This is an optimization exercise on Yosys and OpenROAD, whose aim is small area, a short achievable clock period and few clock cycles per item, not a production implementation. The RTL was checked by simulation tests, not by an equivalence proof against the original design.

==> run a <==
// rolk_xu
module rolk_xu (
    input  wire        clk,
    input  wire        rst,           
    input  wire        in_valid,
    output wire        in_ready,
    input  wire [31:0] in_insn,
    input  wire [63:0] in_ga,
    input  wire [63:0] in_gb,
    input  wire [63:0] in_gc,
    input  wire [63:0] in_gd,
    input  wire [31:0] in_seed,
    output reg         out_valid,
    output reg         out_illegal,
    output reg  [63:0] out_result
);
clock: 10.0 ns
lec_check: 0
abc_area: 1
cap_margin: 35
core_margin: 2
core_utilization: 35
gpl_timing_driven: 1
slew_margin: 35
standard.sh (not shown) runs the stock make flow with config.mk's settings and CLKGATE_MAP_FILE= SYNTH_SCRIPT=/design/flow/synth_recipe.tcl, a recipe that flattens the netlist after the stock synthesis.
==> flow/flow/run.sh <==
#!/bin/bash
set -euo pipefail
cd "$(dirname "$0")/.."
bash standard.sh SETUP_SLACK_MARGIN=6.5 \
    "BUFFER_PORTS_ARGS=-buffer_cell sky130_fd_sc_hd__buf_1" \
    "CTS_ARGS=-sink_clustering_enable -repair_clock_nets -dont_use_dummy_load -sink_clustering_size 14 -sink_clustering_max_diameter 60 -buf_list {sky130_fd_sc_hd__clkbuf_4 sky130_fd_sc_hd__clkbuf_8}" \
    finish > make.log 2>&1
==> inputs of run b, as changes to run a <==
--- a/flow/design.v
+++ b/flow/design.v
@@ -279,17 +279,17 @@
     wire w_mm  = w_min || w_max;
     wire w_clz = w_r && w_fn == 4'd13;
     wire w_sub = w_r && w_fn == 4'd1;
     wire w_dir = w_shr || w_sar || w_bfx;
     wire w_eng = !w_ill && (w_mul || w_pc || w_crc);    
-    wire w_sext = w_op == 6'h04 || w_op == 6'h0C || w_op == 6'h0D;
+    wire w_sext = w_op == 6'h04 || w_op == 6'h0C || w_op == 6'h0D || w_op == 6'h0E;
     wire [15:0] w_ext = {16{w_sext & w_imm[15]}};
     wire w_muli = w_op == 6'h0E;
-    wire [63:0] w_immb = {(w_op == 6'h13 || w_muli) ? w_imm : w_ext,
+    wire [63:0] w_immb = {(w_op == 6'h13) ? w_imm : w_ext,
                           (w_op == 6'h12) ? w_imm : w_ext,
                           (w_op == 6'h11) ? w_imm : w_ext,
-                          (w_orh || w_muli) ? 16'd0 : w_imm};
+                          w_orh ? 16'd0 : w_imm};
     wire w_useimm = w_i || w_orh;
     wire w_hash = w_op == 6'h30 && in_insn[0];
     wire [63:0] w_y = w_bfi ? in_gd : w_useimm ? w_immb : w_hash ? in_ga : in_gb;
     wire [5:0] w_amt  = (w_bfx || w_bfi) ? w_imm[11:6] : (w_r ? in_gb[5:0] : w_imm[5:0]);
     wire [5:0] w_ramt = w_dir ? 6'd0 - w_amt : w_amt;
@@ -316,10 +316,33 @@
     always @(*) begin
         for (b = 0; b < 16; b = b + 1)
             w_pcn[3*b +: 3] = {2'd0, in_ga[4*b]} + {2'd0, in_ga[4*b+1]} +
                               {2'd0, in_ga[4*b+2]} + {2'd0, in_ga[4*b+3]};
     end
+    reg [7:0] w_mz;               
+    integer mi;
+    always @(*) begin
+        w_mz[0] = in_gb[7:0] == 8'd0;
+        for (mi = 1; mi < 8; mi = mi + 1)
+            w_mz[mi] = in_gb[8*mi+7 -: 9] == 9'd0 || in_gb[8*mi+7 -: 9] == 9'h1FF;
+    end
+    reg [2:0] mb_top;
+    reg       mb_none;
+    always @(*) begin
+        mb_none = 1'b0;
+        if (!w_mz[7] || !w_mz[6]) mb_top = 3'd6;
+        else if (!w_mz[5])        mb_top = 3'd5;
+        else if (!w_mz[4])        mb_top = 3'd4;
+        else if (!w_mz[3])        mb_top = 3'd3;
+        else if (!w_mz[2])        mb_top = 3'd2;
+        else if (!w_mz[1])        mb_top = 3'd1;
+        else begin
+            mb_top  = 3'd0;
+            mb_none = w_mz[0];
+        end
+    end
+    wire [3:0] w_mulnm1 = (w_muli || mb_none) ? 4'd2 : {1'b0, mb_top} + 4'd2;
     function [11:0] booth;
         input [8:0] yy;
         integer k;
         begin
             for (k = 0; k < 4; k = k + 1) begin
@@ -340,10 +363,11 @@
     reg [3:0]  q_nm1;             
     reg        q_odd;
     reg [5:0]  q_amt, q_pos, q_w;
     reg [7:0]  q_cgt, q_ceq;
     reg [11:0] q_bc;              
+    reg [2:0]  q_mt;              
     assign in_ready = rdy_q;
     wire take = in_valid & rdy_q & !rst;
     wire [63:0] x = ga_q;
     wire [63:0] y = gb_q;
     wire [63:0] ay = y;               
@@ -479,10 +503,25 @@
     wire [63:0] a3 = a1 ^ b1 ^ a2;
     wire [63:0] b3 = ((a1 & b1) | (a1 & a2) | (b1 & a2)) << 1;
     wire [63:0] s4 = a3 ^ b3 ^ b2;
     wire [63:0] c4 = ((a3 & b3) | (a3 & b2) | (b3 & b2)) << 1;
     wire        mul_lastc = busy_q & mq_mul & (rem_q == 4'd2);    
+    reg  [2:0]  mt_q;
+    wire [2:0]  mt = q_mul ? q_mt : mt_q;                          
+    reg  [8:0]  mwin;
+    always @(*) begin
+        case (mt)
+            3'd0:    mwin = {gb_q[7:0], 1'b0};
+            3'd1:    mwin = gb_q[15:7];
+            3'd2:    mwin = gb_q[23:15];
+            3'd3:    mwin = gb_q[31:23];
+            3'd4:    mwin = gb_q[39:31];
+            3'd5:    mwin = gb_q[47:39];
+            3'd6:    mwin = gb_q[55:47];
+            default: mwin = gb_q[63:55];
+        endcase
+    end
     wire        mul_fin   = busy_q & mq_mul & (rem_q == 4'd1);    
     reg [4:0] pc16 [0:3];
     integer n;
     always @(*) begin
         for (n = 0; n < 4; n = n + 1)
@@ -512,22 +551,21 @@
         end else begin
             if (m_mul) begin
                 if (mul_lastc) begin
                     ga_q <= s4;
                     gb_q <= c4;
-                end else begin
-                    gb_q <= {gb_q[55:0], 8'd0};
                 end
                 gc_q <= s4;
                 gd_q <= c4;
             end else begin
                 gb_q <= {gb_q[47:0], gd_q[63:48]};
                 gd_q <= {gd_q[47:0], 16'd0};
                 gc_q <= c64_2;
             end
             sd_q <= m_pc ? {3'd0, pc16[3], 3'd0, pc16[2], 3'd0, pc16[1], 3'd0, pc16[0]} : c32_2;
-            q_bc <= booth(gb_q[55:47]);
+            q_bc <= booth(mwin);
+            mt_q <= mt - 3'd1;
         end
         q_alu <= take & !w_eng;
         q_ill <= w_ill;
         q_add <= take & w_add;  q_and <= take & w_and;  q_or <= take & w_or;
         q_xor <= take & w_xor;  q_sh  <= take & w_sh;   q_mm <= take & w_mm;
@@ -543,13 +581,14 @@
         q_sar <= w_sar;
         q_bf  <= w_bfx || w_bfi;
         q_bfi <= w_bfi;
         q_all <= w_rot || (w_dir && w_amt == 6'd0);
         q_min <= w_min;
-        q_nm1 <= w_c32 ? ((w_k[3:0] + 4'd1) >> 1) - 4'd1 : w_pc ? 4'd1 : w_mul ? (w_muli ? 4'd2 : 4'd8) : 4'd7;
+        q_nm1 <= w_c32 ? ((w_k[3:0] + 4'd1) >> 1) - 4'd1 : w_pc ? 4'd1 : w_mul ? w_mulnm1 : 4'd7;
         q_odd <= w_k[0];
         q_amt <= w_ramt;
+        q_mt  <= w_muli ? 3'd0 : mb_top;
         q_cgt <= w_cgt;
         q_ceq <= w_ceq;
         q_pos <= w_bfi ? w_imm[11:6] : 6'd0;
         q_w   <= w_imm[5:0];
         if (q_eng) begin
CORE_UTILIZATION = 25   (was 35)
==> inputs of run c, as changes to run a <==
--- a/flow/design.v
+++ b/flow/design.v
@@ -279,17 +279,17 @@
     wire w_mm  = w_min || w_max;
     wire w_clz = w_r && w_fn == 4'd13;
     wire w_sub = w_r && w_fn == 4'd1;
     wire w_dir = w_shr || w_sar || w_bfx;
     wire w_eng = !w_ill && (w_mul || w_pc || w_crc);    
-    wire w_sext = w_op == 6'h04 || w_op == 6'h0C || w_op == 6'h0D;
+    wire w_sext = w_op == 6'h04 || w_op == 6'h0C || w_op == 6'h0D || w_op == 6'h0E;
     wire [15:0] w_ext = {16{w_sext & w_imm[15]}};
     wire w_muli = w_op == 6'h0E;
-    wire [63:0] w_immb = {(w_op == 6'h13 || w_muli) ? w_imm : w_ext,
+    wire [63:0] w_immb = {(w_op == 6'h13) ? w_imm : w_ext,
                           (w_op == 6'h12) ? w_imm : w_ext,
                           (w_op == 6'h11) ? w_imm : w_ext,
-                          (w_orh || w_muli) ? 16'd0 : w_imm};
+                          w_orh ? 16'd0 : w_imm};
     wire w_useimm = w_i || w_orh;
     wire w_hash = w_op == 6'h30 && in_insn[0];
     wire [63:0] w_y = w_bfi ? in_gd : w_useimm ? w_immb : w_hash ? in_ga : in_gb;
     wire [5:0] w_amt  = (w_bfx || w_bfi) ? w_imm[11:6] : (w_r ? in_gb[5:0] : w_imm[5:0]);
     wire [5:0] w_ramt = w_dir ? 6'd0 - w_amt : w_amt;
@@ -316,10 +316,33 @@
     always @(*) begin
         for (b = 0; b < 16; b = b + 1)
             w_pcn[3*b +: 3] = {2'd0, in_ga[4*b]} + {2'd0, in_ga[4*b+1]} +
                               {2'd0, in_ga[4*b+2]} + {2'd0, in_ga[4*b+3]};
     end
+    reg [7:0] w_mz;               
+    integer mi;
+    always @(*) begin
+        w_mz[0] = in_gb[7:0] == 8'd0;
+        for (mi = 1; mi < 8; mi = mi + 1)
+            w_mz[mi] = in_gb[8*mi+7 -: 9] == 9'd0 || in_gb[8*mi+7 -: 9] == 9'h1FF;
+    end
+    reg [2:0] mb_top;
+    reg       mb_none;
+    always @(*) begin
+        mb_none = 1'b0;
+        if (!w_mz[7] || !w_mz[6]) mb_top = 3'd6;
+        else if (!w_mz[5])        mb_top = 3'd5;
+        else if (!w_mz[4])        mb_top = 3'd4;
+        else if (!w_mz[3])        mb_top = 3'd3;
+        else if (!w_mz[2])        mb_top = 3'd2;
+        else if (!w_mz[1])        mb_top = 3'd1;
+        else begin
+            mb_top  = 3'd0;
+            mb_none = w_mz[0];
+        end
+    end
+    wire [3:0] w_mulnm1 = (w_muli || mb_none) ? 4'd2 : {1'b0, mb_top} + 4'd2;
     function [11:0] booth;
         input [8:0] yy;
         integer k;
         begin
             for (k = 0; k < 4; k = k + 1) begin
@@ -340,10 +363,11 @@
     reg [3:0]  q_nm1;             
     reg        q_odd;
     reg [5:0]  q_amt, q_pos, q_w;
     reg [7:0]  q_cgt, q_ceq;
     reg [11:0] q_bc;              
+    reg [2:0]  q_mt;              
     assign in_ready = rdy_q;
     wire take = in_valid & rdy_q & !rst;
     wire [63:0] x = ga_q;
     wire [63:0] y = gb_q;
     wire [63:0] ay = y;               
@@ -479,10 +503,25 @@
     wire [63:0] a3 = a1 ^ b1 ^ a2;
     wire [63:0] b3 = ((a1 & b1) | (a1 & a2) | (b1 & a2)) << 1;
     wire [63:0] s4 = a3 ^ b3 ^ b2;
     wire [63:0] c4 = ((a3 & b3) | (a3 & b2) | (b3 & b2)) << 1;
     wire        mul_lastc = busy_q & mq_mul & (rem_q == 4'd2);    
+    reg  [2:0]  mt_q;
+    wire [2:0]  mt = q_mul ? q_mt : mt_q;                          
+    reg  [8:0]  mwin;
+    always @(*) begin
+        case (mt)
+            3'd0:    mwin = {gb_q[7:0], 1'b0};
+            3'd1:    mwin = gb_q[15:7];
+            3'd2:    mwin = gb_q[23:15];
+            3'd3:    mwin = gb_q[31:23];
+            3'd4:    mwin = gb_q[39:31];
+            3'd5:    mwin = gb_q[47:39];
+            3'd6:    mwin = gb_q[55:47];
+            default: mwin = gb_q[63:55];
+        endcase
+    end
     wire        mul_fin   = busy_q & mq_mul & (rem_q == 4'd1);    
     reg [4:0] pc16 [0:3];
     integer n;
     always @(*) begin
         for (n = 0; n < 4; n = n + 1)
@@ -512,22 +551,21 @@
         end else begin
             if (m_mul) begin
                 if (mul_lastc) begin
                     ga_q <= s4;
                     gb_q <= c4;
-                end else begin
-                    gb_q <= {gb_q[55:0], 8'd0};
                 end
                 gc_q <= s4;
                 gd_q <= c4;
             end else begin
                 gb_q <= {gb_q[47:0], gd_q[63:48]};
                 gd_q <= {gd_q[47:0], 16'd0};
                 gc_q <= c64_2;
             end
             sd_q <= m_pc ? {3'd0, pc16[3], 3'd0, pc16[2], 3'd0, pc16[1], 3'd0, pc16[0]} : c32_2;
-            q_bc <= booth(gb_q[55:47]);
+            q_bc <= booth(mwin);
+            mt_q <= mt - 3'd1;
         end
         q_alu <= take & !w_eng;
         q_ill <= w_ill;
         q_add <= take & w_add;  q_and <= take & w_and;  q_or <= take & w_or;
         q_xor <= take & w_xor;  q_sh  <= take & w_sh;   q_mm <= take & w_mm;
@@ -543,13 +581,14 @@
         q_sar <= w_sar;
         q_bf  <= w_bfx || w_bfi;
         q_bfi <= w_bfi;
         q_all <= w_rot || (w_dir && w_amt == 6'd0);
         q_min <= w_min;
-        q_nm1 <= w_c32 ? ((w_k[3:0] + 4'd1) >> 1) - 4'd1 : w_pc ? 4'd1 : w_mul ? (w_muli ? 4'd2 : 4'd8) : 4'd7;
+        q_nm1 <= w_c32 ? ((w_k[3:0] + 4'd1) >> 1) - 4'd1 : w_pc ? 4'd1 : w_mul ? w_mulnm1 : 4'd7;
         q_odd <= w_k[0];
         q_amt <= w_ramt;
+        q_mt  <= w_muli ? 3'd0 : mb_top;
         q_cgt <= w_cgt;
         q_ceq <= w_ceq;
         q_pos <= w_bfi ? w_imm[11:6] : 6'd0;
         q_w   <= w_imm[5:0];
         if (q_eng) begin
CORE_UTILIZATION = 30   (was 35)
==> comparison table <==
Number of synthesized flops with an enable pin: run a 70; run b 137; run c 137
Number of buffers other than clock buffers in the final layout: run a 792; run b 777; run c 808
Final-layout fill cell count: run a 19100; run b 28000; run c 23000
Vias/cell: run a 6.31; run b 5.74; run c 6.01
Slew at the pin closest to its max-slew limit: run a 1.13 ns; run b 1.14 ns; run c 1.16 ns
Relative max-transition margin: run a 0.250; run b 0.239; run c 0.229
Status: run a timing/DRC/antenna clean; run b timing/DRC/antenna clean; run c timing/DRC/antenna clean
Setup Buffers After CTS: run a 152; run b 187; run c 202
Chip Width: run a 423 µm; run b 503 µm; run c 459 µm
Met3 track demand over resource: run a 0.217; run b 0.137; run c 0.150
Post-Route Utilization: run a 0.412; run b 0.294; run c 0.353
Crit path arrival time: run a 4.37 ns; run b 4.42 ns; run c 4.33 ns
Vias in the first global route: run a 70800; run b 69000; run c 69600
Die Ht: run a 423 µm; run b 503 µm; run c 459 µm
Starting density of the core: run a 0.353; run b 0.251; run c 0.301
Area of the die: run a 0.179 mm²; run b 0.253 mm²; run c 0.211 mm²
Share of the clock period used by the worst path after layout: run a 0.366; run b 0.372; run c 0.370
CP peak stage delay: run a 0.36 ns; run b 0.57 ns; run c 0.52 ns
Quantity of gates resized following cts: run a 463; run b 359; run c 390
Testbench counts of run a, summed over its fixed seeds: cycles 16,894, items 8,000.
Testbench counts of run b, summed over its fixed seeds: cycles 15,943, items 8,000.
Testbench counts of run c, summed over its fixed seeds: cycles 15,943, items 8,000.

---

==> inputs of maple <==
rolk_xu with an RTL version that a note above also has.
Settings: LEC_CHECK=0, ABC_AREA=1, CAP_MARGIN=35, CORE_MARGIN=2, CORE_UTILIZATION=30, GPL_TIMING_DRIVEN=1, SLEW_MARGIN=35; clock period 10.0 ns.
==> flow/flow/run.sh <==
#!/bin/bash
set -euo pipefail
cd "$(dirname "$0")/.."
bash standard.sh SETUP_SLACK_MARGIN=6.6 \
    "BUFFER_PORTS_ARGS=-buffer_cell sky130_fd_sc_hd__buf_1" \
    "CTS_ARGS=-sink_clustering_enable -repair_clock_nets -dont_use_dummy_load -sink_clustering_size 14 -sink_clustering_max_diameter 60 -buf_list {sky130_fd_sc_hd__clkbuf_4 sky130_fd_sc_hd__clkbuf_8}" \
    finish > make.log 2>&1
==> lagoon: changes against maple <==
--- a/flow/flow/run.sh
+++ b/flow/flow/run.sh
@@ -3,3 +3,3 @@
 cd "$(dirname "$0")/.."
-bash standard.sh SETUP_SLACK_MARGIN=6.6 \
+bash standard.sh SETUP_SLACK_MARGIN=6.5 \
     "BUFFER_PORTS_ARGS=-buffer_cell sky130_fd_sc_hd__buf_1" \
CORE_UTILIZATION = 35   (was 30)
==> impl_metrics.prom <==
# TYPE chip_impl_metric gauge
chip_impl_info{name="status",value="complete, no violations"} 1
chip_impl_metric{name="multi_input_comb_area",unit="um2"} 48500
chip_impl_metric{name="skew",unit="ns"} 0.192
chip_impl_info{name="worst_r2r_startpoint",value="gb_q[34]"} 1
chip_impl_metric{name="met1_usage",unit=""} 0.507
chip_impl_metric{name="slew_headroom",unit=""} 0.239
chip_impl_metric{name="proportion_of_final_cell_area_spent_on_non_clock_buffers",unit=""} 0.0848
chip_impl_metric{name="clockBufferCount",unit=""} 70
chip_impl_info{name="worstSetupStartpoint",value="gb_q[34]"} 1
# the run above: maple

==> impl_metrics.prom <==
# TYPE chip_impl_metric gauge
chip_impl_info{name="setup_repair_after_global_routing_missed_its_margin",value="yes"} 1
chip_impl_metric{name="multi_input_comb_area",unit="um2"} 47600
chip_impl_metric{name="skew",unit="ns"} 0.155
chip_impl_metric{name="met1_usage",unit=""} 0.609
chip_impl_metric{name="placement.setup.worst_slack",unit="ns"} 4.47
chip_impl_metric{name="io_buffer_count",unit=""} 379
chip_impl_metric{name="slew_headroom",unit=""} 0.311
chip_impl_info{name="worstSetupStartpoint",value="gb_q[57]"} 1
chip_impl_metric{name="proportion_of_final_cell_area_spent_on_non_clock_buffers",unit=""} 0.0853
chip_impl_info{name="status",value="complete, no violations"} 1
# the run above: lagoon

Testbench counts of maple, summed over its fixed seeds: cycles 15,943, items 8,000.
Testbench counts of lagoon, summed over its fixed seeds: cycles 15,943, items 8,000.

## what the ideal ports hide
The flow's constraints put no driver on any port. The routed layouts listed below were extracted and timed again, unchanged, in two steps.
Step 1 assumes that a clkbuf_16 drives the clock port and a buf_2 every other input.
Step 2, shift: input delay + t, output delay - t, t = (earliest + latest rising clock arrival at the registers) / 2. This alone moves slack from input paths to output paths.
a / b / c = no drivers / after step 1 / after step 2; a / b = the first two.
| run | t (ns) | setup slack, ns | worst setup path after step 2 | worst register clock-pin slew, ns | worst data-port slew with drivers (ns) |
|---|---|---|---|---|---|
| run a | 0.939 | 6.337 / 6.337 / 5.590 | input to register | 0.10 / 0.10 | 0.10 |
| run b | 0.922 | 6.277 / 6.277 / 5.534 | input to register | 0.10 / 0.10 | 0.13 |
| run c | 0.917 | 6.295 / 6.295 / 5.594 | input to register | 0.10 / 0.10 | 0.08 |
| maple | 0.927 | 6.320 / 6.320 / 5.661 | input to register | 0.10 / 0.10 | 0.15 |
| lagoon | 0.881 | 6.318 / 6.318 / 5.600 | input to register | 0.10 / 0.10 | 0.11 |
After both steps setup and hold are still met in every run listed. The setup slack of run a, which loses most, moves by 0.000 ns with the drivers and by -0.747 ns with both steps.
